Context: an optimization exercise on an open-source flow, tuned for small area, a short achievable clock period and few clock cycles per item. The choices shown serve that exercise and are no tape-out recipe. The RTL was checked by simulation tests, not by an equivalence proof against the original design. Power is estimated from default activity; no workload was simulated.

$ cat flow/design.v
module qarea (
    input  wire        clk,
    input  wire        rst,
    input  wire        in_valid,
    output wire        in_ready,
    input  wire [33:0] in_h,
    input  wire [32:0] in_d,
    input  wire [33:0] in_dy,
    input  wire [32:0] in_ua,
    input  wire [32:0] in_ub,
    output reg         out_valid,
    output reg  [24:0] out_q,
    output reg         out_part
);
    reg st_idle, st_p1, st_c0, st_c1, st_c2, st_mul, st_div, st_out;
    reg        first;        
    reg [4:0]  cnt;
    reg [1:0]  kcls;         
    reg [33:0] h;
    reg [33:0] dy;
    reg [34:0] dr;           
    reg [34:0] uar;          
    reg [6:0]  w;            
    reg [8:0]  wsh;          
    reg [46:0] A;
    reg [45:0] T;
    reg        aovf, asgn;
    reg [66:0] B;
    reg [93:0] R;
    reg        cmp, flat;
    reg        f_higtM, f_loneg;
    reg [2:0]  dD, dU, dW, dR;       
    assign in_ready = st_idle | st_out;
    function [2:0] booth;    
        input [2:0] t;
        booth = {t[2], t[2] ? ~(t[1] | t[0]) : (t[1] & t[0]), t[1] ^ t[0]};
    endfunction
    wire [32:0] D   = dr[32:0];                  
    wire [46:0] M   = {8'd0, D, 6'd0};
    wire [33:0] s   = dy[33] ? (~dy + 34'd1) : dy;
    wire [46:0] hx  = {{13{h[33]}}, h};
    wire [46:0] dyx = {{13{dy[33]}}, dy};
    wire [46:0] bh  = ((dD[0] ? hx  : 47'd0) | (dD[1] ? {hx[45:0], 1'b0}  : 47'd0)) ^ {47{dD[2]}};
    wire [46:0] bu  = ((dU[0] ? dyx : 47'd0) | (dU[1] ? {dyx[45:0], 1'b0} : 47'd0)) ^ {47{dU[2]}};
    wire [45:0] bw  = ((dW[0] ? dyx[45:0] : 46'd0) | (dW[1] ? {dyx[44:0], 1'b0} : 46'd0)) ^ {46{dW[2]}};
    wire a_out  = (A[46:43] != 4'b0000) && (A[46:43] != 4'b1111);    
    wire hi_le0 = T[45] | (T == 46'd0);
    wire lo_geM = ~A[46] & ((A[45:39] != 7'd0) | (A[38:0] >= M[38:0]));
    wire hi_gtM = ~T[45] & ((T[44:39] != 6'd0) | (T[38:0] >  M[38:0]));
    wire [1:0] fcase = {f_higtM, f_loneg};    
    wire        rem_nz = (R[93:26] != 68'd0);
    wire        up   = ~flat & R[0] & (rem_nz | R[1]);
    wire [24:0] full = {w, 18'd0};
    wire [24:0] qr   = R[25:1];
    reg  [46:0] x1, x2, x3;
    reg         cin;
    always @(*) begin
        x1 = A; x2 = {T[45], T}; x3 = 47'd0; cin = 1'b0;
        if (st_p1) begin
            x1 = {A[44:0], 1'b0, dD[2]};
            x2 = bh;
            x3 = bu;
            cin = dU[2];
        end else if (st_out) begin
            x1 = cmp ? {22'd0, full} : 47'd0;
            x2 = cmp ? {22'h3FFFFF, ~qr} : {22'd0, qr};
            cin = cmp ^ up;
        end else if (st_c2) begin
            case (fcase)
                2'd0: begin x1 = A; x2 = {T[45], T}; end
                2'd1: begin x1 = {T[45], T}; x2 = 47'd0; end
                2'd2: begin x1 = M; x2 = ~A; cin = 1'b1; end
                default: begin x1 = {T, 1'b0}; x2 = ~M; cin = 1'b1; end
            endcase
        end
    end
    wire [46:0] asum = x1 + x2 + x3 + {46'd0, cin};
    wire [24:0] res  = asum[24:0];
    wire        part = (res != 25'd0) && (res != full);
    wire [45:0] tsum = {T[43:0], 2'b00} + bw + {45'd0, dW[2]};
    wire [43:0] mc   = st_p1 ? {{10{dy[33]}}, dy} : {2'd0, A[41:0]};
    wire [82:0] mext = {{39{mc[43]}}, mc};
    wire [82:0] bm   = ((dR[0] ? mext : 83'd0) | (dR[1] ? {mext[81:0], 1'b0} : 83'd0)) ^ {83{dR[2]}};
    wire        rneg = R[93];
    wire [82:0] xv   = st_div ? {R[93], R[92:11]} : {1'b0, R[91:10]};
    wire [82:0] yv   = st_div ? (rneg ? {2'b00, B, 14'h0000} : {2'b11, ~B, 14'h3FFF}) : bm;
    wire        rcin = st_div ? ~rneg : dR[2];
    wire [82:0] rs   = xv + yv + {82'd0, rcin};
    wire [93:0] rnext = st_div ? {rs[81:0], R[10:0], ~rs[82]}
                               : {rs[81:0], R[9:0], 2'b00};
    wire        in_k0  = (in_d[32:7] == 26'd0);
    wire        in_k1  = (in_d[32:15] == 18'd0);
    wire [6:0]  in_w   = in_ub[6:0] - in_ua[6:0];
    wire [2:0]  in_tD  = in_k0 ? {1'b0, in_d[6:5]}  : in_k1 ? {1'b0, in_d[14:13]}  : {1'b0, in_d[32:31]};
    wire [2:0]  in_tU  = in_k0 ? {1'b0, in_ua[6:5]} : in_k1 ? {1'b0, in_ua[14:13]} : {1'b0, in_ua[32:31]};
    wire [6:0]  hcl    = h[33] ? 7'd0 : (h[32:6] != 27'd0) ? 7'd64 : {1'b0, h[5:0]};
    wire        accept = in_valid & in_ready;
    wire        isflat = (dy == 34'd0);
    reg  [2:0]  g_first;
    always @(*) begin
        case (fcase)
            2'd0:    g_first = {1'b0, w[6:5]};
            2'd3:    g_first = 3'b010;
            default: case (kcls)
                         2'd0:    g_first = {1'b0, asum[12:11]};
                         2'd1:    g_first = {1'b0, asum[20:19]};
                         default: g_first = {1'b0, asum[38:37]};
                     endcase
        endcase
    end
    always @(posedge clk) begin
        if (rst) begin
            st_idle <= 1'b1; st_p1 <= 1'b0; st_c0 <= 1'b0; st_c1 <= 1'b0;
            st_c2 <= 1'b0; st_mul <= 1'b0; st_div <= 1'b0; st_out <= 1'b0;
            out_valid <= 1'b0;
        end else begin
            out_valid <= 1'b0;
            if (st_out) begin
                out_q     <= res;
                out_part  <= part;
                out_valid <= 1'b1;
                st_out    <= 1'b0;
                st_idle   <= 1'b1;
            end
            if (accept) begin
                st_idle <= 1'b0;
                st_out  <= 1'b0;
                st_p1   <= 1'b1;
                first   <= 1'b1;
                h    <= in_h;
                dy   <= in_dy;
                w    <= in_w;
                wsh  <= {1'b0, in_w, 1'b0};
                dW   <= booth({1'b0, in_w[6:5]});
                dD   <= booth(in_tD);
                dU   <= booth(in_tU);
                dR   <= booth(in_tD) ^ {in_dy[33], 2'b00};
                A    <= 47'd0;
                T    <= 46'd0;
                R    <= 94'd0;
                aovf <= 1'b0;
                cmp  <= 1'b0;
                flat <= 1'b0;
                if (in_k0) begin
                    kcls <= 2'd0;
                    dr   <= {in_d[7:0], 27'd0};
                    uar  <= {in_ua[7:0], 27'd0};
                    cnt  <= 5'd3;
                end else if (in_k1) begin
                    kcls <= 2'd1;
                    dr   <= {in_d[15:0], 19'd0};
                    uar  <= {in_ua[15:0], 19'd0};
                    cnt  <= 5'd7;
                end else begin
                    kcls <= 2'd2;
                    dr   <= {1'b0, in_d, 1'b0};
                    uar  <= {1'b0, in_ua, 1'b0};
                    cnt  <= 5'd16;
                end
            end
            if (st_p1) begin
                first <= 1'b0;
                if (first && isflat) begin
                    flat   <= 1'b1;
                    A      <= {39'd0, hcl, 1'b0};
                    T      <= {1'b0, w, 1'b0, 37'd0};
                    dR     <= dW;
                    cnt    <= 5'd3;
                    st_p1  <= 1'b0;
                    st_mul <= 1'b1;
                end else begin
                    dr  <= {dr[32:0], dr[34:33]};
                    uar <= {uar[32:0], 2'b00};
                    dD  <= booth(dr[32:30]);
                    dU  <= booth(uar[32:30]);
                    dR  <= booth(dr[32:30]) ^ {dy[33], 2'b00};
                    A   <= asum;
                    if (!aovf && a_out) begin
                        aovf <= 1'b1;
                        asgn <= A[46];
                    end
                    R   <= rnext;
                    if (cnt < 5'd4) begin
                        T   <= tsum;
                        wsh <= {wsh[6:0], 2'b00};
                        dW  <= booth(wsh[6:4]);
                    end
                    cnt <= cnt - 5'd1;
                    if (cnt == 5'd0) begin
                        st_p1 <= 1'b0;
                        st_c0 <= 1'b1;
                    end
                end
            end
            if (st_c0) begin
                B     <= R[78:12];
                R     <= 94'd0;
                st_c0 <= 1'b0;
                if (aovf | a_out) begin
                    cmp    <= aovf ? ~asgn : ~A[46];
                    st_out <= 1'b1;
                end else begin
                    if (dy[33]) begin
                        A <= asum;
                        T <= A[45:0];
                    end else begin
                        T <= asum[45:0];
                    end
                    st_c1 <= 1'b1;
                end
            end
            if (st_c1) begin
                st_c1   <= 1'b0;
                f_loneg <= A[46];
                f_higtM <= hi_gtM;
                if (hi_le0) begin
                    st_out <= 1'b1;                  
                end else if (lo_geM) begin
                    cmp    <= 1'b1;                  
                    st_out <= 1'b1;
                end else begin
                    st_c2  <= 1'b1;
                end
            end
            if (st_c2) begin
                st_c2  <= 1'b0;
                A      <= asum;
                st_mul <= 1'b1;
                dR     <= booth(g_first);
                case (fcase)
                    2'd0: begin              
                        T   <= {1'b0, w, 1'b0, 37'd0};
                        cnt <= 5'd3;
                        B   <= {34'd0, D};
                    end
                    2'd3: begin              
                        T   <= {1'b0, 7'd64, 1'b0, 37'd0};
                        cnt <= 5'd3;
                        B   <= {33'd0, s};
                    end
                    default: begin           
                        cmp <= fcase[1];
                        case (kcls)
                            2'd0:    begin T <= {1'b0, asum[12:0], 1'b0, 31'd0}; cnt <= 5'd6;  end
                            2'd1:    begin T <= {1'b0, asum[20:0], 1'b0, 23'd0}; cnt <= 5'd10; end
                            default: begin T <= {1'b0,  asum[38:0], 1'b0, 5'd0};  cnt <= 5'd19; end
                        endcase
                    end
                endcase
            end
            if (st_mul) begin
                R   <= rnext;
                T   <= {T[43:0], 2'b00};
                dR  <= booth(T[43:41]);
                cnt <= cnt - 5'd1;
                if (cnt == 5'd0) begin
                    st_mul <= 1'b0;
                    if (flat) st_out <= 1'b1;
                    else begin
                        cnt    <= 5'd25;
                        st_div <= 1'b1;
                    end
                end
            end
            if (st_div) begin
                R   <= rnext;
                cnt <= cnt - 5'd1;
                if (cnt == 5'd0) begin
                    st_div <= 1'b0;
                    st_out <= 1'b1;
                end
            end
        end
    end
endmodule
$ cat flow/flow/run.sh
#!/bin/bash
# Standard layout, with timing repair aimed at a tighter setup margin.
set -o pipefail
bash standard.sh SETUP_SLACK_MARGIN=11 finish > layout.log 2>&1
$ cat flow/standard.sh
#!/bin/bash
# synth_recipe.tcl (not shown) runs the flow's synth.tcl, then flattens the netlist and writes it again
# the make line also repeats each setting of config.mk as NAME=value (left out here)
make -C /OpenROAD-flow-scripts/flow DESIGN_CONFIG=/design/flow/config.mk WORK_HOME=/design/flow/orfs CLKGATE_MAP_FILE= SYNTH_SCRIPT=/design/flow/synth_recipe.tcl "${@:-finish}"
$ cat flow/config.mk
export PLATFORM = sky130hd
export DESIGN_NAME = qarea
export DESIGN_NICKNAME = qarea
export VERILOG_FILES = /design/flow/design.v
export SDC_FILE = /design/flow/constraint.sdc
export NUM_CORES = 4
export LEC_CHECK = 0
export CAP_MARGIN = 20
export CORE_MARGIN = 2
export CORE_UTILIZATION = 40
export PLACE_DENSITY = 0.6
export SLEW_MARGIN = 20
$ cat flow/constraint.sdc
create_clock -name core_clock -period 15.0 [get_ports {clk}]
set_input_delay 3.0000 -clock core_clock [delete_from_list [all_inputs] [get_ports {clk}]]
set_output_delay 3.0000 -clock core_clock [all_outputs]
set_load 0.01 [all_outputs]
==> results of run 1 <==
## routing by layer
metal / up-vias / wire, um
met4: 10 / 15200
met3: 722 / 24400
met2: 3011 / 90500
li1: 21000 / -
met5: - / 54
met1: 23100 / 82300
## flip-flops by register name (all words and copies together), names as in the netlist, 2 cells and up
signal	count
R	94
out_q	25
dr	35
A	47
dU	3
T	46
B	67
wsh	7
dD	3
kcls	2
dy	34
dR	3
h	34
uar	33
dW	3
cnt	5
w	7
## cell families after synthesis
group           Yosys count
compound gates         1897
buf+inv                 658
mux                     268
simple gates           1402
xor+xnor                445
flops                   465
fa+ha+maj               312
## layout make-up
| class | count | area [um^2] | share of cell area [%] |
|---|---|---|---|
| Antenna cell | 4 | 10.0 | 0.0169 |
| Clock buffer | 66 | 1480 | 2.49 |
| Clock inverter | 43 | 576 | 0.969 |
| Inverter | 215 | 857 | 1.44 |
| Multi-Input combinational cell | 4329 | 33700 | 56.8 |
| Sequential cell | 465 | 13900 | 23.4 |
| Tap cell | 1512 | 1890 | 3.18 |
| Timing Repair Buffer | 660 | 6960 | 11.7 |
| Timing Repair inverter | 2 | 15.0 | 0.0253 |
## path summary, 6_finish.rpt
path,startpoint,to,slack (ns)
setup / recovery,R[28]$_DFFE_PN_,dR[0]$_DFFE_PP_,8.53
hold / removal,st_c1$_SDFF_PP0_,st_c1$_SDFF_PP0_,0.46
setup reg to reg,R[28]$_DFFE_PN_,dR[0]$_DFFE_PP_,8.53
hold reg to reg,st_c1$_SDFF_PP0_,st_c1$_SDFF_PP0_,0.46
## per-stage QoR
step	worst slack [ns]	hold slack (ns)	utilization (%)	area (um^2)
after floorplan	6.56	0.415	-	47900
after global routing	8.49	0.494	51.9	59400
after detailed placement	7.47	0.439	43.7	50000
after global placement	7.52	0.433	43.7	50000
after CTS	8.80	0.455	50.1	57300
final	8.53	0.462	52.0	59400
## power by group through the flow
stage	Sequential [mW]	Clock [mW]	Combinational, mW
finish	1.99	1.57	5.35
global route	1.99	1.62	5.62
global placement	2.00	0	3.90
detailed placement	2.00	0	3.91
floorplan	1.82	0	2.78
CTS	1.97	1.58	4.75
## synthesized netlist by cell type (12+ instances only)
| cell | count |
|---|---|
| sky130_fd_sc_hd__xnor2_1 | 284 |
| sky130_fd_sc_hd__edfxtp_1 | 456 |
| sky130_fd_sc_hd__a211oi_1 | 82 |
| sky130_fd_sc_hd__nor2b_1 | 42 |
| sky130_fd_sc_hd__mux2i_1 | 151 |
| sky130_fd_sc_hd__a22o_1 | 46 |
| sky130_fd_sc_hd__xor2_1 | 161 |
| sky130_fd_sc_hd__mux2_2 | 117 |
| sky130_fd_sc_hd__o21bai_1 | 32 |
| sky130_fd_sc_hd__o21ai_0 | 388 |
| sky130_fd_sc_hd__nand2_1 | 556 |
| sky130_fd_sc_hd__buf_1 | 66 |
| sky130_fd_sc_hd__and2_1 | 21 |
| sky130_fd_sc_hd__o21a_1 | 31 |
| sky130_fd_sc_hd__a31oi_1 | 80 |
| sky130_fd_sc_hd__clkbuf_1 | 349 |
| sky130_fd_sc_hd__nor2_1 | 349 |
| sky130_fd_sc_hd__ha_1 | 262 |
| sky130_fd_sc_hd__and3_1 | 26 |
| sky130_fd_sc_hd__nor4_1 | 56 |
| sky130_fd_sc_hd__a22oi_1 | 180 |
| sky130_fd_sc_hd__inv_1 | 213 |
| sky130_fd_sc_hd__o21ai_1 | 34 |
| sky130_fd_sc_hd__a21oi_1 | 524 |
| sky130_fd_sc_hd__nand3_1 | 121 |
| sky130_fd_sc_hd__or3_1 | 12 |
| sky130_fd_sc_hd__o211ai_1 | 28 |
| sky130_fd_sc_hd__o2bb2ai_1 | 16 |
| sky130_fd_sc_hd__o31ai_1 | 29 |
| sky130_fd_sc_hd__a21o_1 | 111 |
| sky130_fd_sc_hd__a221o_1 | 19 |
| sky130_fd_sc_hd__o221ai_1 | 15 |
| sky130_fd_sc_hd__nor3_1 | 63 |
| sky130_fd_sc_hd__a221oi_1 | 94 |
| sky130_fd_sc_hd__nand4_1 | 68 |
| sky130_fd_sc_hd__a222oi_1 | 34 |
| sky130_fd_sc_hd__buf_2 | 22 |
| sky130_fd_sc_hd__a311oi_1 | 18 |
| sky130_fd_sc_hd__fa_1 | 50 |
| sky130_fd_sc_hd__o22ai_1 | 32 |
| sky130_fd_sc_hd__nand2b_1 | 32 |
## worst max-delay path, delay by kind of cell, from the launching register on
family | cells | cell delay, ns
AOI/OAI and AO/OA | 11 | 2.19
xor gates and xnor gates | 2 | 0.40
adders and majority gates | 4 | 1.30
buffers and inverters | 2 | 0.13
DFF | 1 | 0.50
and+or+nand+nor | 7 | 1.62
## what timing repair did
item / CTS / global route
endpoints found under the setup margin: 790 / 498
endpoints found under the hold margin: 0 / 0
resized for setup: 776 / 319
buffers inserted: 268 / 102
pin swaps: 251 / 139
cloned: 29 / 6
==> summary.log, run 1 <==
qor: outcome.status finished clean
qor: hold_path.hold-path-cell-count 1
qor: clock_tree.clk_root_buffer_cell sky130_fd_sc_hd__clkbuf_16
qor: worst_setup_path.crit_path_max_fanout 5
qor: power.power_report.internal_total 4.90 mW
qor: floorplanning.die-width 344 um
qor: sta.worst_pin_slew 1.13 ns
qor: clock_tree.cts.htree.levels 2
qor: grt.pin_count_of_the_biggest_net_entering_global_routing 78
qor: logic_synthesis.synthMuxAreaShare 6.13%
qor: clock_tree.insertion_delay 0.72 ns
qor: logic_synthesis.synthAdderAreaFrac 9.27%
qor: layout.final_cell_mix sky130_fd_sc_hd__nand2_1, sky130_fd_sc_hd__edfxtp_1, sky130_fd_sc_hd__a21oi_1
qor: logic_synthesis.netlist_area 46200 um^2
qor: worst_setup_path.cp_common_cell sky130_fd_sc_hd__a21oi_4
qor: floorplanning.fp.dieArea 118000 um^2
qor: floorplanning.core.rowCount 124
qor: sta.finalCriticalPeriod 6.47 ns
qor: run.maxCapViolCount 0
qor: worst_setup_path.worst_ep_required_time 15.40 ns
qor: grt.antenna_found_initial 11
qor: logic_synthesis.synth_simple_gate_area_share 13.9%
qor: clock_tree.post_cts_hold_buffers 0
qor: clock_tree.cts_tree yes
qor: clock_tree.cts-root-to-sink-buffers 3
qor: layout.area_delta_synth_final 28.6%
qor: clock_tree.cts_made_buffers 58
qor: power.switching_share 45.0%
qor: sta.fin_crit_sh 43.1%
qor: worst_setup_path.startpoint_type register
qor: detailed_routing.wl_per_cell 29.1 um
qor: power.clockPowerShare 17.7%
qor: power.part_of_the_power_in_registers 22.3%
qor: logic_synthesis.yosysSeqAreaShare 30.0%
qor: grt.use_met3 8.96%
qor: grt.groute.usage.overall 34.3%
qor: power.total_power 8.91 mW
qor: layout.fill_cells 10500
qor: power.power_switching 4.01 mW
qor: floorplanning.design.portCount 198
qor: placement.gp_routability_congestion 1.01
qor: placement.placed_cells 6778
qor: worst_setup_path.timing.critical_path.arrival 6.87 ns
qor: layout.post_route_cells_drive_above_1_share 23.8%
qor: detailed_routing.dr.pass1.iters 10
qor: grt.first_global_vias 44700
qor: sta.max_freq 155 MHz
qor: worst_setup_path.critical_path.endpoint_type register
qor: grt.global_routing_s_busiest_layer met2
qor: sta.worst_slew_margin_rel 24.7%
qor: detailed_routing.postRouteAntennaNets 0
qor: clock_tree.cts.clk_slew.worst_paths 0.07 ns
qor: logic_synthesis.yosys_most_used_dff sky130_fd_sc_hd__edfxtp_1
qor: layout.mostFrequentLayoutCell sky130_fd_sc_hd__nand2_1
qor: power.worst_ir_drop_vdd 0.149 mV
qor: worst_setup_path.max_stage_delay 0.51 ns
qor: floorplanning.die-height 344 um
qor: floorplanning.placeableCoreArea 114000 um^2
qor: power.power.static_leakage 22.4 nW
qor: worst_setup_path.critical_path_class reg -> reg
qor: detailed_routing.total_number_of_vias 47800
qor: logic_synthesis.synth_xor_xnor_area_share 8.44%
qor: logic_synthesis.number_of_synthesized_flops_with_an_enable_pin 456
qor: grt.gr-usage-met2 51.1%
qor: grt.met1_track_usage_gr 44.2%
qor: sta.fin_skew 0.0391 ns
qor: logic_synthesis.syn-instance-count 5447
qor: worst_setup_path.cpMaxStageDelayCell sky130_fd_sc_hd__fa_2
qor: logic_synthesis.mappedNetlistNets 5929
qor: clock_tree.numClockSinks 465
qor: layout.nets 6213
qor: grt.wire_length_of_the_first_global_routing_pass 303 mm
qor: power.comb_power_share 60.0%
qor: grt.globalRouteOverflowTotal 0
qor: detailed_routing.finalWirelength 212 mm
qor: layout.final-instance-count-excl-fill 7296
qor: logic_synthesis.avgSynthCellArea 8.48 um^2
qor: sta.grt_setup_unrepaired yes
qor: logic_synthesis.ys_async_sr_fraction 0%
qor: sta.max_transition_viols_final 0
qor: logic_synthesis.ys_seq_elements 465
qor: sta.setup_tns 0 ns
qor: placement.placement.io_buffers 171
qor: detailed_routing.route.detailed.drc 0
qor: logic_synthesis.synth.area.top_cells sky130_fd_sc_hd__edfxtp_1, sky130_fd_sc_hd__ha_1, sky130_fd_sc_hd__a21oi_1, sky130_fd_sc_hd__xnor2_1, sky130_fd_sc_hd__nand2_1
qor: logic_synthesis.synth_top_family_by_area compound AO/OA/AOI/OAI gates
qor: power.p_per_area 150 nW/um^2
qor: logic_synthesis.post_synth_num_cell_types 100
qor: hold_path.min_path_type reg -> reg
qor: logic_synthesis.synthDominantCellAreaShare 29.7%
qor: logic_synthesis.synthDominantAreaCellType sky130_fd_sc_hd__edfxtp_1
qor: floorplanning.initial_core_util 40.4%
qor: sta.finalSetupViolCount 0
qor: detailed_routing.via_cell_ratio 6.55
qor: placement.hpwl_after_detailed_placement 144 mm
qor: logic_synthesis.synth_warnings 1
qor: sta.final_hold_viol_count 0
qor: worst_setup_path.worstRegToRegCells 26
qor: logic_synthesis.synth-compound-area-share 26.7%
qor: detailed_routing.drt-initial-drc-count 6455
Testbench counts, summed over its fixed seeds: cycles 122,329, items 4,800.
==> run 2, diff against run 1 <==
--- a/flow/design.v
+++ b/flow/design.v
@@ -17,7 +17,8 @@
     reg [4:0]  cnt;
     reg [1:0]  kcls;         
     reg [33:0] h;
-    reg [33:0] dy;
+    reg [41:0] my;           
+    wire [33:0] dy = my[33:0];
     reg [34:0] dr;           
     reg [34:0] uar;          
     reg [6:0]  w;            
@@ -61,10 +62,6 @@
             x2 = bh;
             x3 = bu;
             cin = dU[2];
-        end else if (st_out) begin
-            x1 = cmp ? {22'd0, full} : 47'd0;
-            x2 = cmp ? {22'h3FFFFF, ~qr} : {22'd0, qr};
-            cin = cmp ^ up;
         end else if (st_c2) begin
             case (fcase)
                 2'd0: begin x1 = A; x2 = {T[45], T}; end
@@ -75,10 +72,10 @@
         end
     end
     wire [46:0] asum = x1 + x2 + x3 + {46'd0, cin};
-    wire [24:0] res  = asum[24:0];
+    wire [24:0] res  = cmp ? (full + ~qr + {24'd0, ~up}) : (qr + {24'd0, up});
     wire        part = (res != 25'd0) && (res != full);
     wire [45:0] tsum = {T[43:0], 2'b00} + bw + {45'd0, dW[2]};
-    wire [43:0] mc   = st_p1 ? {{10{dy[33]}}, dy} : {2'd0, A[41:0]};
+    wire [43:0] mc   = {{2{my[41]}}, my};
     wire [82:0] mext = {{39{mc[43]}}, mc};
     wire [82:0] bm   = ((dR[0] ? mext : 83'd0) | (dR[1] ? {mext[81:0], 1'b0} : 83'd0)) ^ {83{dR[2]}};
     wire        rneg = R[93];
@@ -109,11 +106,7 @@
         endcase
     end
     always @(posedge clk) begin
-        if (rst) begin
-            st_idle <= 1'b1; st_p1 <= 1'b0; st_c0 <= 1'b0; st_c1 <= 1'b0;
-            st_c2 <= 1'b0; st_mul <= 1'b0; st_div <= 1'b0; st_out <= 1'b0;
-            out_valid <= 1'b0;
-        end else begin
+        begin
             out_valid <= 1'b0;
             if (st_out) begin
                 out_q     <= res;
@@ -126,9 +119,11 @@
                 st_idle <= 1'b0;
                 st_out  <= 1'b0;
                 st_p1   <= 1'b1;
+            end
+            if (in_ready) begin
                 first   <= 1'b1;
                 h    <= in_h;
-                dy   <= in_dy;
+                my   <= {{8{in_dy[33]}}, in_dy};
                 w    <= in_w;
                 wsh  <= {1'b0, in_w, 1'b0};
                 dW   <= booth({1'b0, in_w[6:5]});
@@ -162,7 +157,7 @@
                 first <= 1'b0;
                 if (first && isflat) begin
                     flat   <= 1'b1;
-                    A      <= {39'd0, hcl, 1'b0};
+                    my     <= {34'd0, hcl, 1'b0};
                     T      <= {1'b0, w, 1'b0, 37'd0};
                     dR     <= dW;
                     cnt    <= 5'd3;
@@ -224,7 +219,7 @@
             end
             if (st_c2) begin
                 st_c2  <= 1'b0;
-                A      <= asum;
+                my     <= asum[41:0];
                 st_mul <= 1'b1;
                 dR     <= booth(g_first);
                 case (fcase)
@@ -271,5 +266,10 @@
                 end
             end
         end
+        if (rst) begin
+            st_idle <= 1'b1; st_p1 <= 1'b0; st_c0 <= 1'b0; st_c1 <= 1'b0;
+            st_c2 <= 1'b0; st_mul <= 1'b0; st_div <= 1'b0; st_out <= 1'b0;
+            out_valid <= 1'b0;
+        end
     end
 endmodule
==> flow/flow/run.sh (replaced) <==
#!/bin/bash
set -o pipefail
bash standard.sh SETUP_SLACK_MARGIN=11 TNS_END_PERCENT=5 finish > layout.log 2>&1
==> run 2 against run 1 <==
Flip-flop and latch count up 8. Die area down 5.2%. Critical path type unchanged. Critical endpoint is now dR[1]$_DFFE_PP_. Synthesized cell count increased by 6.8%. Utilization is 2.9 points lower. Clock power is 3% higher. Highest routed layer unchanged. Setup slack improved by 0.88 ns.
==> summary.log, run 2 <==
qor: grt.wire_length_of_the_first_global_routing_pass 292 mm
qor: layout.multi_input_area 33000 um^2
qor: floorplanning.fp.dieArea 112000 um^2
qor: worst_setup_path.timing.critical_path.arrival 6.00 ns
qor: floorplanning.core.rowCount 121
qor: power.p_per_area 162 nW/um^2
qor: floorplanning.die-height 335 um
qor: layout.final_cell_mix sky130_fd_sc_hd__nand2_1, sky130_fd_sc_hd__a21oi_1, sky130_fd_sc_hd__nor2_1
qor: layout.final-instance-count-excl-fill 7342
qor: grt.pin_count_of_the_biggest_net_entering_global_routing 92
qor: outcome.status finished clean
qor: grt.gr-usage-met2 52.8%
qor: sta.finalSetupViolCount 0
qor: sta.fin_skew 0.0394 ns
qor: detailed_routing.drt-initial-drc-count 6195
qor: logic_synthesis.synth_xor_xnor_area_share 9.27%
qor: layout.fill_cells 10500
qor: grt.antenna_found_initial 6
qor: sta.setup_tns 0 ns
qor: placement.post_dp_cell_area 46300 um^2
qor: worst_setup_path.cp.buffers_inverters 9
qor: worst_setup_path.crit_path_max_fanout 10
qor: sta.worst_pin_slew 1.23 ns
qor: placement.hpwl_after_detailed_placement 139 mm
qor: layout.largest_register R
qor: layout.layout.cell_area.non_filler 53300 um^2
qor: clock_tree.cts_made_buffers 60
qor: clock_tree.cts.clk_slew.worst_paths 0.06 ns
qor: sta.max_transition_viols_final 0
qor: logic_synthesis.yosys_most_used_dff sky130_fd_sc_hd__dfxtp_1
qor: layout.final-seq-area 10400 um^2
qor: grt.first_global_vias 43900
qor: logic_synthesis.synthMuxAreaShare 4.62%
qor: logic_synthesis.netlist_area 43700 um^2
qor: floorplanning.design.portCount 198
qor: sta.grt_setup_unrepaired yes
qor: worst_setup_path.critical_path.endpoint_type register
qor: worst_setup_path.cpMaxStageDelayCell sky130_fd_sc_hd__fa_1
qor: clock_tree.cts.htree.levels 2
qor: clock_tree.post_cts_hold_buffers 0
qor: floorplanning.initial_core_util 40.2%
qor: placement.placement.io_buffers 171
qor: logic_synthesis.post_synth_num_cell_types 92
qor: floorplanning.die-width 335 um
qor: sta.max_freq 179 MHz
qor: layout.reg_top3 R x94, B x67, A x47
qor: logic_synthesis.synth-compound-area-share 29.1%
qor: grt.global_routing_s_busiest_layer met2
qor: logic_synthesis.ys_async_sr_fraction 0%
qor: grt.globalRouteOverflowTotal 0
qor: detailed_routing.total_number_of_vias 47000
qor: worst_setup_path.startpoint_type register
qor: clock_tree.cts-root-to-sink-buffers 3
qor: clock_tree.clk_root_buffer_cell sky130_fd_sc_hd__clkbuf_16
qor: sta.fin_crit_sh 37.3%
qor: logic_synthesis.synthDominantCellAreaShare 18.0%
qor: logic_synthesis.synth_top_family_by_area compound AO/OA/AOI/OAI gates
qor: logic_synthesis.avgSynthCellArea 7.52 um^2
qor: logic_synthesis.synth_common_cells sky130_fd_sc_hd__nand2_1, sky130_fd_sc_hd__a21oi_1, sky130_fd_sc_hd__nor2_1, sky130_fd_sc_hd__o21ai_0, sky130_fd_sc_hd__dfxtp_1
qor: floorplanning.placeableCoreArea 109000 um^2
qor: clock_tree.insertion_delay 0.72 ns
qor: layout.mostFrequentLayoutCell sky130_fd_sc_hd__nand2_1
qor: sta.worst_slew_margin_rel 17.7%
qor: sta.final_hold_viol_count 0
qor: worst_setup_path.cp_common_cell sky130_fd_sc_hd__buf_6
qor: layout.area_delta_synth_final 22.0%
qor: logic_synthesis.ys_seq_elements 473
qor: power.power.static_leakage 21.6 nW
qor: hold_path.min_path_type reg -> reg
qor: detailed_routing.via_cell_ratio 6.40
qor: layout.largest_reg_flops 94
qor: grt.met1_track_usage_gr 42.6%
qor: detailed_routing.postRouteAntennaNets 0
qor: clock_tree.cts_tree yes
qor: logic_synthesis.number_of_synthesized_flops_with_an_enable_pin 80
qor: grt.groute.usage.overall 34.5%
qor: layout.utilization 49.1%
qor: detailed_routing.wl_per_cell 27.5 um
qor: grt.use_met3 6.79%
qor: sta.finalCriticalPeriod 5.59 ns
qor: logic_synthesis.yosysSeqAreaShare 23.5%
qor: detailed_routing.route.detailed.drc 0
qor: logic_synthesis.synth.area.top_cells sky130_fd_sc_hd__dfxtp_1, sky130_fd_sc_hd__ha_1, sky130_fd_sc_hd__a21oi_1, sky130_fd_sc_hd__nand2_1, sky130_fd_sc_hd__xnor2_1
qor: layout.nets 6365
qor: detailed_routing.dr.pass1.iters 7
qor: power.worst_ir_drop_vdd 0.123 mV
qor: logic_synthesis.synth_simple_gate_area_share 17.2%
qor: layout.post_route_cells_drive_above_1_share 15.6%
qor: placement.gp_routability_congestion 0.994
qor: logic_synthesis.synth_warnings 1
qor: worst_setup_path.cell_class_contributing_the_biggest_share_of_worst_path_delay compound AO/OA/AOI/OAI gates
qor: logic_synthesis.synthDominantAreaCellType sky130_fd_sc_hd__dfxtp_1
qor: worst_setup_path.worst_ep_required_time 15.41 ns
qor: logic_synthesis.yosysMostFrequentCell sky130_fd_sc_hd__nand2_1
qor: logic_synthesis.syn-instance-count 5817
qor: placement.placed_cells 7011
qor: run.maxCapViolCount 0
qor: worst_setup_path.max_stage_delay 0.53 ns
qor: worst_setup_path.critical_path_class reg -> reg
qor: clock_tree.numClockSinks 473
qor: detailed_routing.finalWirelength 202 mm
qor: logic_synthesis.mappedNetlistNets 6308
qor: logic_synthesis.synthAdderAreaFrac 10.0%
run 2: cell count changes in the layout (fill, tap and decap cells not counted), sizes merged, moves of 60 or more:
cell and change:
a21oi +96, a22oi +96, buf -214, clkdlybuf4s50 +66, dfxtp +384, edfxtp -376
nand2 +102, nand3 +60, nor2 +77
run 2: routing by layer:
layer  part of all wire [%]  vias up
li1                       -    21200
met1                     39    22400
met2                     43     2599
met3                    9.2      761
met4                    9.0        4
met5                  0.012        -
run 2: final timing paths:
check,from,endpoint,slack (ns),depth (start not counted)
worst max-delay path,f_loneg$_DFFE_PP_,dR[1]$_DFFE_PP_,9.41,31
worst max register to register,f_loneg$_DFFE_PP_,dR[1]$_DFFE_PP_,9.41,31
worst min register to register,uar[1]$_DFF_P_,uar[1]$_DFF_P_,0.45,2
worst min-delay path,uar[1]$_DFF_P_,uar[1]$_DFF_P_,0.45,2
run 2: kinds of logic after synthesis:
kind of cell / after synthesis
buffers and inverters: 711
AND/OR/NAND/NOR: 1659
adder cells (fa/ha/maj): 321
AO/OA/AOI/OAI: 1998
multiplexers: 192
XOR/XNOR: 463
flip-flops: 473
run 2: cell type report:
class                   count  area share (%)
flip-flops and latches    473            19.4
diodes                      3          0.0141
clock buffers              71            3.01
repair buffers            489            9.87
clock inverters            42            1.00
multi-input cells        4635            61.8
well taps                1414            3.32
inverters                 215            1.56
run 2: worst register-to-register path: cells and delay by family, from the launching register on:
family | cells | cell delay (ns)
flip-flops | 1 | 0.43
XOR/XNOR | 1 | 0.17
buffers and inverters | 9 | 1.41
AND/OR/NAND/NOR | 5 | 0.53
AO/OA/AOI/OAI | 12 | 1.72
adder cells (fa/ha/maj) | 4 | 1.05
run 2: power by group:
group | leakage [nW] | switching, mW | internal (mW)
Clock | 1.02 | 0.682 | 0.940
Combinational | 16.5 | 2.90 | 2.02
Sequential | 4.04 | 0.517 | 1.57
run 2: repair_timing:
action | in CTS | in global routing
resized for setup | 394 | 181
endpoints found under the setup margin | 355 | 310
pin swaps | 144 | 99
gates cloned | 24 | 3
buffers inserted | 135 | 53
hold endpoints to repair | 0 | 0
run 2: per-stage QoR:
step	setup WS (ns)	power [mW]	hold WS, ns
3_3_place_gp	7.96	6.17	0.436
3_5_place_dp	7.94	6.19	0.444
5_1_grt	9.30	9.05	0.484
6_report	9.41	8.63	0.455
2_1_floorplan	9.96	4.85	0.415
4_1_cts	9.62	8.29	0.454
Testbench counts of run 2, summed over its fixed seeds: cycles 122,329, items 4,800.
==> run 3, diff against run 2 <==
--- a/flow/design.v
+++ b/flow/design.v
@@ -12,7 +12,7 @@
     output reg  [24:0] out_q,
     output reg         out_part
 );
-    reg st_idle, st_p1, st_c0, st_c1, st_c2, st_mul, st_div, st_out;
+    reg st_idle, st_p1, st_c0, st_c1, st_c2, st_c3, st_mul, st_div, st_out;
     reg        first;        
     reg [4:0]  cnt;
     reg [1:0]  kcls;         
@@ -93,18 +93,6 @@
     wire [6:0]  hcl    = h[33] ? 7'd0 : (h[32:6] != 27'd0) ? 7'd64 : {1'b0, h[5:0]};
     wire        accept = in_valid & in_ready;
     wire        isflat = (dy == 34'd0);
-    reg  [2:0]  g_first;
-    always @(*) begin
-        case (fcase)
-            2'd0:    g_first = {1'b0, w[6:5]};
-            2'd3:    g_first = 3'b010;
-            default: case (kcls)
-                         2'd0:    g_first = {1'b0, asum[12:11]};
-                         2'd1:    g_first = {1'b0, asum[20:19]};
-                         default: g_first = {1'b0, asum[38:37]};
-                     endcase
-        endcase
-    end
     always @(posedge clk) begin
         begin
             out_valid <= 1'b0;
@@ -220,27 +208,34 @@
             if (st_c2) begin
                 st_c2  <= 1'b0;
                 my     <= asum[41:0];
-                st_mul <= 1'b1;
-                dR     <= booth(g_first);
                 case (fcase)
                     2'd0: begin              
-                        T   <= {1'b0, w, 1'b0, 37'd0};
-                        cnt <= 5'd3;
-                        B   <= {34'd0, D};
+                        T      <= {1'b0, w, 1'b0, 37'd0};
+                        dR     <= booth({1'b0, w[6:5]});
+                        cnt    <= 5'd3;
+                        B      <= {34'd0, D};
+                        st_mul <= 1'b1;
                     end
                     2'd3: begin              
-                        T   <= {1'b0, 7'd64, 1'b0, 37'd0};
-                        cnt <= 5'd3;
-                        B   <= {33'd0, s};
+                        T      <= {1'b0, 7'd64, 1'b0, 37'd0};
+                        dR     <= booth(3'b010);
+                        cnt    <= 5'd3;
+                        B      <= {33'd0, s};
+                        st_mul <= 1'b1;
                     end
                     default: begin           
-                        cmp <= fcase[1];
-                        case (kcls)
-                            2'd0:    begin T <= {1'b0, asum[12:0], 1'b0, 31'd0}; cnt <= 5'd6;  end
-                            2'd1:    begin T <= {1'b0, asum[20:0], 1'b0, 23'd0}; cnt <= 5'd10; end
-                            default: begin T <= {1'b0,  asum[38:0], 1'b0, 5'd0};  cnt <= 5'd19; end
-                        endcase
-                    end
+                        cmp    <= fcase[1];
+                        st_c3  <= 1'b1;
+                    end
+                endcase
+            end
+            if (st_c3) begin
+                st_c3  <= 1'b0;
+                st_mul <= 1'b1;
+                case (kcls)
+                    2'd0:    begin T <= {1'b0, my[12:0], 1'b0, 31'd0}; cnt <= 5'd6;  dR <= booth({1'b0, my[12:11]}); end
+                    2'd1:    begin T <= {1'b0, my[20:0], 1'b0, 23'd0}; cnt <= 5'd10; dR <= booth({1'b0, my[20:19]}); end
+                    default: begin T <= {1'b0, my[38:0], 1'b0, 5'd0};  cnt <= 5'd19; dR <= booth({1'b0, my[38:37]}); end
                 endcase
             end
             if (st_mul) begin
@@ -268,7 +263,7 @@
         end
         if (rst) begin
             st_idle <= 1'b1; st_p1 <= 1'b0; st_c0 <= 1'b0; st_c1 <= 1'b0;
-            st_c2 <= 1'b0; st_mul <= 1'b0; st_div <= 1'b0; st_out <= 1'b0;
+            st_c2 <= 1'b0; st_c3 <= 1'b0; st_mul <= 1'b0; st_div <= 1'b0; st_out <= 1'b0;
             out_valid <= 1'b0;
         end
     end
--- a/flow/config.mk
+++ b/flow/config.mk
@@ -7,6 +7,6 @@
 export LEC_CHECK = 0
 export CAP_MARGIN = 20
 export CORE_MARGIN = 2
-export CORE_UTILIZATION = 40
-export PLACE_DENSITY = 0.6
+export CORE_UTILIZATION = 50
+export PLACE_DENSITY = 0.65
 export SLEW_MARGIN = 20
==> run 3 against run 2 <==
Critical endpoint is now T[36]$_DFF_P_. Hold slack got worse by 0.0064 ns. Die area fell by 21%. Register-to-register slack improved by 0.18 ns. Total power up 0.87%. Sequential share of layout area rose by 0.60 points.
==> summary.log, run 3 <==
qor: clock_tree.cts.clk_slew.worst_paths 0.06 ns
qor: detailed_routing.drt-initial-drc-count 5279
qor: floorplanning.fp.dieArea 88700 um^2
qor: worst_setup_path.startpoint_type register
qor: power.p_per_area 169 nW/um^2
qor: placement.gp_routability_congestion 1.02
qor: worst_setup_path.cpMaxStageDelayCell sky130_fd_sc_hd__fa_1
qor: logic_synthesis.synth_warnings 1
qor: logic_synthesis.synthDominantCellAreaShare 18.6%
qor: layout.final_cell_mix sky130_fd_sc_hd__nand2_1, sky130_fd_sc_hd__a21oi_1, sky130_fd_sc_hd__nor2_1
qor: floorplanning.core.rowCount 107
qor: detailed_routing.route.detailed.drc 0
qor: worst_setup_path.cell_class_contributing_the_biggest_share_of_worst_path_delay compound AO/OA/AOI/OAI gates
qor: logic_synthesis.post_synth_num_cell_types 88
qor: floorplanning.design.portCount 198
qor: logic_synthesis.ys_async_sr_fraction 0%
qor: worst_setup_path.cp.buffers_inverters 10
qor: logic_synthesis.avgSynthCellArea 7.49 um^2
qor: layout.largest_register R
qor: clock_tree.insertion_delay 0.70 ns
qor: sta.worst_slew_margin_rel 17.9%
qor: worst_setup_path.crit_path_max_fanout 5
qor: power.power_report.internal_total 4.54 mW
qor: detailed_routing.total_number_of_vias 45900
qor: worst_setup_path.critical_path.endpoint_type register
qor: sta.max_transition_viols_final 0
qor: logic_synthesis.netlist_area 43200 um^2
qor: layout.mostFrequentLayoutCell sky130_fd_sc_hd__nand2_1
qor: detailed_routing.postRouteAntennaNets 0
qor: worst_setup_path.cp_common_cell sky130_fd_sc_hd__buf_6
qor: sta.fin_skew 0.0201 ns
qor: logic_synthesis.mappedNetlistNets 6263
qor: sta.worst_pin_slew 1.23 ns
qor: hold_path.min_path_type reg -> reg
qor: layout.layout.cell_area.non_filler 51300 um^2
qor: floorplanning.initial_core_util 50.5%
qor: logic_synthesis.yosysMostFrequentCell sky130_fd_sc_hd__nand2_1
qor: clock_tree.cts_made_buffers 60
qor: placement.post_dp_cell_area 45400 um^2
qor: clock_tree.cts.htree.levels 2
qor: layout.largest_reg_flops 94
qor: layout.area_delta_synth_final 18.9%
qor: sta.finalSetupViolCount 0
qor: power.comb_power_share 57.4%
qor: worst_setup_path.max_stage_delay 0.46 ns
qor: worst_setup_path.worst_ep_required_time 15.58 ns
qor: power.clockPowerShare 17.7%
qor: run.maxCapViolCount 0
qor: power.part_of_the_power_in_registers 24.9%
qor: layout.reg_top3 R x94, B x67, A x47
qor: detailed_routing.via_cell_ratio 6.58
qor: worst_setup_path.timing.critical_path.arrival 5.99 ns
qor: power.worst_ir_drop_vdd 0.113 mV
qor: clock_tree.cts-root-to-sink-buffers 3
qor: logic_synthesis.synth_common_cells sky130_fd_sc_hd__nand2_1, sky130_fd_sc_hd__a21oi_1, sky130_fd_sc_hd__nor2_1, sky130_fd_sc_hd__clkbuf_1, sky130_fd_sc_hd__dfxtp_1
qor: grt.wire_length_of_the_first_global_routing_pass 278 mm
qor: grt.first_global_vias 42500
qor: logic_synthesis.yosysSeqAreaShare 23.7%
qor: clock_tree.cts_tree yes
qor: placement.hpwl_after_detailed_placement 132 mm
qor: power.power.static_leakage 21.4 nW
qor: power.power_switching 4.17 mW
qor: floorplanning.placeableCoreArea 85400 um^2
qor: layout.nets 6279
qor: grt.pin_count_of_the_biggest_net_entering_global_routing 113
qor: placement.placement.io_buffers 171
qor: logic_synthesis.synth.area.top_cells sky130_fd_sc_hd__dfxtp_1, sky130_fd_sc_hd__ha_1, sky130_fd_sc_hd__a21oi_1, sky130_fd_sc_hd__nand2_1, sky130_fd_sc_hd__xnor2_1
qor: sta.finalCriticalPeriod 5.41 ns
qor: sta.grt_setup_unrepaired yes
qor: detailed_routing.dr.pass1.iters 6
qor: logic_synthesis.syn-instance-count 5767
qor: power.total_power 8.70 mW
qor: floorplanning.die-width 298 um
qor: grt.groute.usage.overall 40.9%
qor: logic_synthesis.yosys_most_used_dff sky130_fd_sc_hd__dfxtp_1
qor: logic_synthesis.ys_seq_elements 474
qor: worst_setup_path.critical_path_class reg -> reg
qor: sta.final_hold_viol_count 0
qor: logic_synthesis.synthDominantAreaCellType sky130_fd_sc_hd__dfxtp_1
qor: sta.setup_tns 0 ns
qor: clock_tree.clk_root_buffer_cell sky130_fd_sc_hd__clkbuf_16
qor: power.switching_share 47.9%
qor: logic_synthesis.number_of_synthesized_flops_with_an_enable_pin 72
qor: clock_tree.post_cts_hold_buffers 0
qor: outcome.status finished clean
qor: sta.fin_crit_sh 36.0%
qor: grt.globalRouteOverflowTotal 0
qor: detailed_routing.finalWirelength 190 mm
qor: floorplanning.die-height 298 um
qor: grt.antenna_found_initial 9
qor: layout.post_route_cells_drive_above_1_share 13.0%
qor: sta.max_freq 185 MHz
qor: clock_tree.numClockSinks 474
qor: detailed_routing.wl_per_cell 27.3 um
run 3: kinds of logic after synthesis:
kind of cell             Yosys count  share of synthesized area [%]
AO/OA/AOI/OAI                   1936                           28.4
XOR/XNOR                         459                           9.31
adder cells (fa/ha/maj)          326                           10.3
multiplexers                     204                           4.97
buffers and inverters            712                           6.26
flip-flops                       474                           23.7
AND/OR/NAND/NOR                 1656                           17.1
run 3: worst paths after layout:
path	endpoint	depth (start not counted)	start	slack, ns
setup / recovery	T[36]$_DFF_P_	29	f_loneg$_DFFE_PP_	9.59
hold / removal	dr[0]$_DFF_P_	2	dr[33]$_DFF_P_	0.45
setup reg to reg	T[36]$_DFF_P_	29	f_loneg$_DFFE_PP_	9.59
hold reg to reg	dr[0]$_DFF_P_	2	dr[33]$_DFF_P_	0.45
run 3: repair_timing:
item                                    CTS  global route
endpoints found under the setup margin  363           367
gates resized for setup                 301           154
buffers inserted                        100            44
cloned                                   19             4
pin swaps                               101            91
run 3: metrics by stage:
| stage | utilization (%) | cells | hold slack (ns) | worst slack (ns) |
|---|---|---|---|---|
| 5_1_grt | 60.1 | 6976 | 0.461 | 9.44 |
| 3_5_place_dp | 53.1 | 6698 | 0.434 | 7.83 |
| 4_1_cts | 58.8 | 6928 | 0.444 | 9.70 |
| 3_3_place_gp | 53.1 | 6698 | 0.428 | 7.93 |
| 6_report | 60.1 | 6977 | 0.448 | 9.59 |
| 2_1_floorplan | - | 5767 | 0.415 | 9.85 |
run 3: worst register-to-register path, delay by kind of cell (launching register included):
kind / cells / cell delay, ns
buffers and inverters: 10 / 1.21
AOI/OAI and AO/OA: 11 / 2.02
adders and majority gates: 4 / 1.21
muxes: 1 / 0.14
and+or+nand+nor: 3 / 0.27
DFF: 1 / 0.44
run 3: cell type report:
cell class / instances / area (um^2)
sequential: 474 / 10300
clock buffer: 86 / 1780
antenna: 1 / 2.50
multi-input combinational: 4581 / 31800
timing repair buffer: 434 / 4840
clock inverter: 25 / 260
inverter: 232 / 917
tap: 1144 / 1430
fill: 7936 / 34100
run 3: layer usage:
layer  track usage, %  vias up  share of wire, %
met1             53.4    21800                39
met4             24.9       12               7.5
met5                0        -             0.067
met2             61.7     2683                42
met3             9.01      609                11
li1                 -    20900                 -
run 3: power by group through the flow:
stage	Combinational, mW	Sequential (mW)	Clock [mW]
2_1_floorplan	3.32	1.86	0
3_3_place_gp	4.31	2.18	0
3_5_place_dp	4.33	2.18	0
4_1_cts	4.69	2.13	1.55
5_1_grt	5.40	2.19	1.60
6_report	4.99	2.16	1.54
Testbench counts of run 3, summed over its fixed seeds: cycles 123,507, items 4,800.
==> run 4, diff against run 3 <==
--- a/flow/design.v
+++ b/flow/design.v
@@ -19,8 +19,8 @@
     reg [33:0] h;
     reg [41:0] my;           
     wire [33:0] dy = my[33:0];
-    reg [34:0] dr;           
-    reg [34:0] uar;          
+    reg [32:0] dr;           
+    reg [32:0] uar;          
     reg [6:0]  w;            
     reg [8:0]  wsh;          
     reg [46:0] A;
@@ -36,7 +36,7 @@
         input [2:0] t;
         booth = {t[2], t[2] ? ~(t[1] | t[0]) : (t[1] & t[0]), t[1] ^ t[0]};
     endfunction
-    wire [32:0] D   = dr[32:0];                  
+    wire [32:0] D   = dr;
     wire [46:0] M   = {8'd0, D, 6'd0};
     wire [33:0] s   = dy[33] ? (~dy + 34'd1) : dy;
     wire [46:0] hx  = {{13{h[33]}}, h};
@@ -53,24 +53,14 @@
     wire        up   = ~flat & R[0] & (rem_nz | R[1]);
     wire [24:0] full = {w, 18'd0};
     wire [24:0] qr   = R[25:1];
-    reg  [46:0] x1, x2, x3;
-    reg         cin;
-    always @(*) begin
-        x1 = A; x2 = {T[45], T}; x3 = 47'd0; cin = 1'b0;
-        if (st_p1) begin
-            x1 = {A[44:0], 1'b0, dD[2]};
-            x2 = bh;
-            x3 = bu;
-            cin = dU[2];
-        end else if (st_c2) begin
-            case (fcase)
-                2'd0: begin x1 = A; x2 = {T[45], T}; end
-                2'd1: begin x1 = {T[45], T}; x2 = 47'd0; end
-                2'd2: begin x1 = M; x2 = ~A; cin = 1'b1; end
-                default: begin x1 = {T, 1'b0}; x2 = ~M; cin = 1'b1; end
-            endcase
-        end
-    end
+    reg         k_ab, k_hi, k_mlo, k_2hm;
+    wire [46:0] sT = {T[45], T};
+    wire [46:0] x1 = ({47{st_p1}} & {A[44:0], 1'b0, dD[2]}) | ({47{k_ab}} & A) |
+                     ({47{k_hi}} & sT) | ({47{k_2hm}} & {T, 1'b0}) | ({47{k_mlo}} & M);
+    wire [46:0] x2 = ({47{st_p1}} & bh) | ({47{k_ab}} & sT) |
+                     ({47{k_mlo}} & ~A) | ({47{k_2hm}} & ~M);
+    wire [46:0] x3 = {47{st_p1}} & bu;
+    wire        cin = (st_p1 & dU[2]) | k_mlo | k_2hm;
     wire [46:0] asum = x1 + x2 + x3 + {46'd0, cin};
     wire [24:0] res  = cmp ? (full + ~qr + {24'd0, ~up}) : (qr + {24'd0, up});
     wire        part = (res != 25'd0) && (res != full);
@@ -93,9 +83,18 @@
     wire [6:0]  hcl    = h[33] ? 7'd0 : (h[32:6] != 27'd0) ? 7'd64 : {1'b0, h[5:0]};
     wire        accept = in_valid & in_ready;
     wire        isflat = (dy == 34'd0);
+    wire [34:0] Dx  = {1'b0, dr, 1'b0};
+    wire [34:0] Ux  = {1'b0, uar, 1'b0};
+    wire [4:0]  di  = cnt - 5'd1;
+    wire [2:0]  tDn = Dx[{di, 1'b0} +: 3];
+    wire [2:0]  tUn = Ux[{di, 1'b0} +: 3];
     always @(posedge clk) begin
         begin
             out_valid <= 1'b0;
+            k_ab  <= 1'b0;
+            k_hi  <= 1'b0;
+            k_mlo <= 1'b0;
+            k_2hm <= 1'b0;
             if (st_out) begin
                 out_q     <= res;
                 out_part  <= part;
@@ -111,6 +110,8 @@
             if (in_ready) begin
                 first   <= 1'b1;
                 h    <= in_h;
+                dr   <= in_d;
+                uar  <= in_ua;
                 my   <= {{8{in_dy[33]}}, in_dy};
                 w    <= in_w;
                 wsh  <= {1'b0, in_w, 1'b0};
@@ -126,18 +127,12 @@
                 flat <= 1'b0;
                 if (in_k0) begin
                     kcls <= 2'd0;
-                    dr   <= {in_d[7:0], 27'd0};
-                    uar  <= {in_ua[7:0], 27'd0};
                     cnt  <= 5'd3;
                 end else if (in_k1) begin
                     kcls <= 2'd1;
-                    dr   <= {in_d[15:0], 19'd0};
-                    uar  <= {in_ua[15:0], 19'd0};
                     cnt  <= 5'd7;
                 end else begin
                     kcls <= 2'd2;
-                    dr   <= {1'b0, in_d, 1'b0};
-                    uar  <= {1'b0, in_ua, 1'b0};
                     cnt  <= 5'd16;
                 end
             end
@@ -152,11 +147,9 @@
                     st_p1  <= 1'b0;
                     st_mul <= 1'b1;
                 end else begin
-                    dr  <= {dr[32:0], dr[34:33]};
-                    uar <= {uar[32:0], 2'b00};
-                    dD  <= booth(dr[32:30]);
-                    dU  <= booth(uar[32:30]);
-                    dR  <= booth(dr[32:30]) ^ {dy[33], 2'b00};
+                    dD  <= booth(tDn);
+                    dU  <= booth(tUn);
+                    dR  <= booth(tDn) ^ {dy[33], 2'b00};
                     A   <= asum;
                     if (!aovf && a_out) begin
                         aovf <= 1'b1;
@@ -172,6 +165,7 @@
                     if (cnt == 5'd0) begin
                         st_p1 <= 1'b0;
                         st_c0 <= 1'b1;
+                        k_ab  <= 1'b1;
                     end
                 end
             end
@@ -203,6 +197,10 @@
                     st_out <= 1'b1;
                 end else begin
                     st_c2  <= 1'b1;
+                    k_ab   <= ~hi_gtM & ~A[46];
+                    k_hi   <= ~hi_gtM &  A[46];
+                    k_mlo  <=  hi_gtM & ~A[46];
+                    k_2hm  <=  hi_gtM &  A[46];
                 end
             end
             if (st_c2) begin
--- a/flow/config.mk
+++ b/flow/config.mk
@@ -7,6 +7,6 @@
 export LEC_CHECK = 0
 export CAP_MARGIN = 20
 export CORE_MARGIN = 2
-export CORE_UTILIZATION = 50
-export PLACE_DENSITY = 0.65
+export CORE_UTILIZATION = 60
+export PLACE_DENSITY = 0.72
 export SLEW_MARGIN = 20
==> run 4 against run 3 <==
Still clean on timing, DRC and antenna. Combinational power is essentially flat. Wire length shrank 5.8%. Area after synthesis shrank 1.1%. Die area shrank 17%. Sequential power shrank 5%. Clock skew grew 0.021 ns. Synthesized cell count shrank 8.3%. Via count shrank 3.2%. Critical path type unchanged. Critical endpoint is now T[44]$_DFF_P_.
==> summary.log, run 4 <==
qor: clock_tree.post_cts_hold_buffers 0
qor: placement.hpwl_after_detailed_placement 121 mm
qor: power.worst_ir_drop_vdd 0.145 mV
qor: worst_setup_path.worstReg2RegEnd T[44]$_DFF_P_
qor: layout.area_delta_synth_final 16.1%
qor: clock_tree.cts.htree.levels 2
qor: layout.layout.cell_area.non_filler 49500 um^2
qor: sta.finalSetupViolCount 0
qor: worst_setup_path.timing.critical_path.arrival 5.54 ns
qor: logic_synthesis.synthDominantAreaCellType sky130_fd_sc_hd__dfxtp_1
qor: hold_path.worstHoldStart wsh[2]$_DFF_P_
qor: clock_tree.clk_root_buffer_cell sky130_fd_sc_hd__clkbuf_16
qor: power.power.static_leakage 20.4 nW
qor: worst_setup_path.critical_path.endpoint_type register
qor: sta.worst_slew_margin_rel 18.1%
qor: clock_tree.cts-root-to-sink-buffers 3
qor: worst_setup_path.worstReg2RegStart dD[1]$_DFF_P_
qor: floorplanning.fp.dieArea 73300 um^2
qor: detailed_routing.met3RoutedLength 21.6 mm
qor: logic_synthesis.avgSynthCellArea 8.07 um^2
qor: grt.first_global_vias 41600
qor: detailed_routing.met1_routed_length 62.7 mm
qor: sta.whs 0.456 ns
qor: worst_setup_path.worstRegToRegCells 18
qor: floorplanning.design.portCount 198
qor: sta.finalCriticalPeriod 4.96 ns
qor: logic_synthesis.mappedNetlistNets 5785
qor: floorplanning.placeableCoreArea 70300 um^2
qor: floorplanning.die-height 271 um
qor: run.maxCapViolCount 0
qor: worst_setup_path.startpoint_type register
qor: detailed_routing.dr.max_layer_used met5
qor: sta.worst_pin_slew 1.22 ns
qor: power.switching_share 47.9%
qor: worst_setup_path.cp-startpoint dD[1]$_DFF_P_
qor: layout.largest_register R
qor: grt.groute.usage.overall 47.1%
qor: layout.utilization 70.5%
qor: logic_synthesis.netlist_area 42700 um^2
qor: logic_synthesis.yosys_most_used_dff sky130_fd_sc_hd__dfxtp_1
qor: sta.setup_tns 0 ns
qor: worst_setup_path.ff2ff_setup_slack 10.04 ns
qor: hold_path.min_path_type reg -> reg
qor: logic_synthesis.synth_warnings 1
qor: placement.placement.io_buffers 171
qor: layout.largest_reg_flops 94
qor: detailed_routing.wl_per_cell 28.5 um
qor: clock_tree.numClockSinks 476
qor: logic_synthesis.yosysMostFrequentCell sky130_fd_sc_hd__nand2_1
qor: worst_setup_path.crit_path_max_fanout 9
qor: layout.reg_top3 R x94, B x67, A x47
qor: logic_synthesis.ys_seq_elements 476
qor: detailed_routing.via_cell_ratio 7.07
qor: sta.fin_skew 0.0407 ns
qor: layout.final-instance-count-excl-fill 6288
qor: sta.max_freq 202 MHz
qor: detailed_routing.route.detailed.drc 0
qor: power.power_switching 4.08 mW
qor: outcome.status finished clean
qor: floorplanning.core.rowCount 97
qor: logic_synthesis.synth_common_cells sky130_fd_sc_hd__nand2_1, sky130_fd_sc_hd__a21oi_1, sky130_fd_sc_hd__o21ai_0, sky130_fd_sc_hd__dfxtp_1, sky130_fd_sc_hd__clkbuf_1
qor: power.part_of_the_power_in_registers 24.2%
qor: worst_setup_path.worst_ep_required_time 15.58 ns
qor: logic_synthesis.ys_async_sr_fraction 0%
qor: power.comb_power_share 58.2%
qor: floorplanning.initial_core_util 60.7%
qor: grt.pin_count_of_the_biggest_net_entering_global_routing 94
qor: detailed_routing.dr.pass1.iters 10
qor: detailed_routing.total_number_of_vias 44500
qor: grt.wire_length_of_the_first_global_routing_pass 262 mm
qor: layout.mostFrequentLayoutCell sky130_fd_sc_hd__nand2_1
qor: clock_tree.insertion_delay 0.69 ns
qor: logic_synthesis.number_of_synthesized_flops_with_an_enable_pin 138
qor: worst_setup_path.endpoint T[44]$_DFF_P_
qor: logic_synthesis.yosysSeqAreaShare 25.6%
qor: detailed_routing.met2RoutedLength 76.6 mm
qor: grt.antenna_found_initial 16
qor: sta.max_transition_viols_final 0
qor: layout.final_cell_mix sky130_fd_sc_hd__nand2_1, sky130_fd_sc_hd__a21oi_1, sky130_fd_sc_hd__o21ai_0
qor: power.total_power 8.51 mW
qor: power.p_per_area 172 nW/um^2
qor: placement.placement.setup.worst_slack 8.34 ns
qor: floorplanning.die-width 271 um
qor: sta.grt_setup_unrepaired yes
qor: detailed_routing.drt-initial-drc-count 6251
qor: clock_tree.cts_tree yes
qor: grt.globalRouteOverflowTotal 0
qor: clock_tree.cts.clk_slew.worst_paths 0.06 ns
qor: clock_tree.cts_made_buffers 56
qor: logic_synthesis.synth.area.top_cells sky130_fd_sc_hd__dfxtp_1, sky130_fd_sc_hd__edfxtp_1, sky130_fd_sc_hd__ha_1, sky130_fd_sc_hd__xnor2_1, sky130_fd_sc_hd__a21oi_1
qor: detailed_routing.postRouteAntennaNets 0
qor: placement.placed_cells 6074
qor: placement.gp_routability_congestion 1.06
qor: logic_synthesis.syn-instance-count 5291
qor: logic_synthesis.synthDominantCellAreaShare 15.9%
qor: sta.final_hold_viol_count 0
qor: power.clockPowerShare 17.6%
qor: placement.post_dp_cell_area 44700 um^2
qor: sta.fin_crit_sh 33.0%
qor: power.power_report.internal_total 4.43 mW
qor: worst_setup_path.critical_path_class reg -> reg
qor: layout.nets 5784
qor: sta.timing.final.ws_setup 10.04 ns
qor: layout.post_route_cells_drive_above_1_share 12.9%
qor: detailed_routing.finalWirelength 179 mm
qor: logic_synthesis.post_synth_num_cell_types 110
-- run 4: cell count changes after synthesis, sizes merged, moves of 55 or more --
cell and change:
nand3 -55, a21oi -142, clkbuf -104, nor2 -133
dfxtp -64, a22oi -65, nand2 -118, edfxtp +66
-- run 4: worst max-delay path: stages (launching register included) --
cell	delay (ns)
sky130_fd_sc_hd__dfxtp_4	0.39
sky130_fd_sc_hd__buf_12	0.16
sky130_fd_sc_hd__a22oi_2	0.09
sky130_fd_sc_hd__xnor2_2	0.58
sky130_fd_sc_hd__a21oi_2	0.14
sky130_fd_sc_hd__fa_1	0.56
sky130_fd_sc_hd__inv_1	0.07
sky130_fd_sc_hd__ha_4	0.32
sky130_fd_sc_hd__a21oi_1	0.08
sky130_fd_sc_hd__o21bai_1	0.27
sky130_fd_sc_hd__a211o_1	0.26
sky130_fd_sc_hd__a2bb2oi_4	0.10
sky130_fd_sc_hd__o32a_1	0.47
sky130_fd_sc_hd__a311oi_4	0.46
sky130_fd_sc_hd__o311ai_4	0.12
sky130_fd_sc_hd__and2b_2	0.24
sky130_fd_sc_hd__mux2i_2	0.18
sky130_fd_sc_hd__a211o_1	0.23
sky130_fd_sc_hd__a21oi_1	0.11
-- run 4: area by class of cell --
cell class / count / area (um^2)
Antenna cell: 13 / 32.5
Clock buffer: 68 / 1520
Clock inverter: 35 / 443
Fill cell: 5714 / 20700
Inverter: 259 / 1030
Multi-Input combinational cell: 4142 / 30600
Sequential cell: 476 / 11000
Tap cell: 940 / 1180
Timing Repair Buffer: 354 / 3790
Timing Repair inverter: 1 / 8.76
-- run 4: cells by family after synthesis --
kind of cell	synth area share, %
compound gates	27.3
xor+xnor	9.28
fa+ha+maj	10.4
buf+inv	6.24
flops	25.6
mux	6.01
simple gates	15.3
-- run 4: power by group through the flow --
stage / combinational (mW) / sequential [mW] / clock [mW]
global placement: 4.40 / 2.05 / 0
CTS: 4.64 / 2.03 / 1.49
finish: 4.96 / 2.06 / 1.50
global route: 5.31 / 2.07 / 1.54
detailed placement: 4.46 / 2.05 / 0
floorplan: 3.48 / 1.79 / 0
-- run 4: worst min-delay path by stage --
stage / slack, ns / cells after the start / to
after floorplan: 0.42 / 2 / wsh[4]$_DFF_P_
after global placement: 0.44 / 2 / wsh[4]$_DFF_P_
after detailed placement: 0.45 / 2 / wsh[5]$_DFF_P_
after CTS: 0.46 / 2 / wsh[4]$_DFF_P_
after global routing: 0.50 / 2 / first$_SDFFE_PP0N_
final: 0.46 / 2 / wsh[4]$_DFF_P_
-- run 4: routing by layer --
metal | vias to the layer above | track usage (%)
met5 | - | 0.789
met4 | 10 | 38.3
met3 | 972 | 13.9
met2 | 3072 | 71.1
met1 | 20900 | 55.3
li1 | 19500 | -
-- run 4: repair_timing --
action	4_1_cts	5_1_grt
resized for setup	261	123
buffers inserted	38	43
pin swaps	63	45
gates cloned	14	3
endpoints found under the setup margin	281	263
Testbench counts of run 4, summed over its fixed seeds: cycles 123,507, items 4,800.

static timing again, ports no longer ideal:
Ports are ideal in the flow. The routed layouts listed here were re-timed in OpenROAD.
Step 1 (the two cells are an assumption about what drives the block):
set clk [get_ports {clk}]
set_driving_cell -lib_cell sky130_fd_sc_hd__clkbuf_16 $clk
set_driving_cell -lib_cell sky130_fd_sc_hd__buf_2 [delete_from_list [all_inputs] $clk]
Step 2 also shifts input and output timing later by t, the mid clock arrival at the registers, as if the neighbouring blocks saw the same clock.
a / b / c = ideal / step 1 / step 2; a / b = the first two.
| run | shift t [ns] | setup slack, ns | worst hold slack (ns) | slew at the worst register clock pin (ns) |
|---|---|---|---|---|
| run 1 | 0.776 | 8.535 / 8.535 / 8.535 | 0.462 / 0.462 / 0.462 | 0.07 / 0.07 |
| run 2 | 0.774 | 9.412 / 9.412 / 8.926 | 0.455 / 0.455 / 0.455 | 0.07 / 0.07 |
| run 3 | 0.764 | 9.595 / 9.595 / 8.882 | 0.448 / 0.448 / 0.448 | 0.07 / 0.07 |
| run 4 | 0.740 | 10.043 / 10.043 / 9.453 | 0.456 / 0.456 / 0.456 | 0.07 / 0.07 |
After both steps setup and hold are still met in every run listed. For run 3, which loses most, drivers alone change the setup slack by 0.000 ns; drivers and shift together by -0.713 ns.
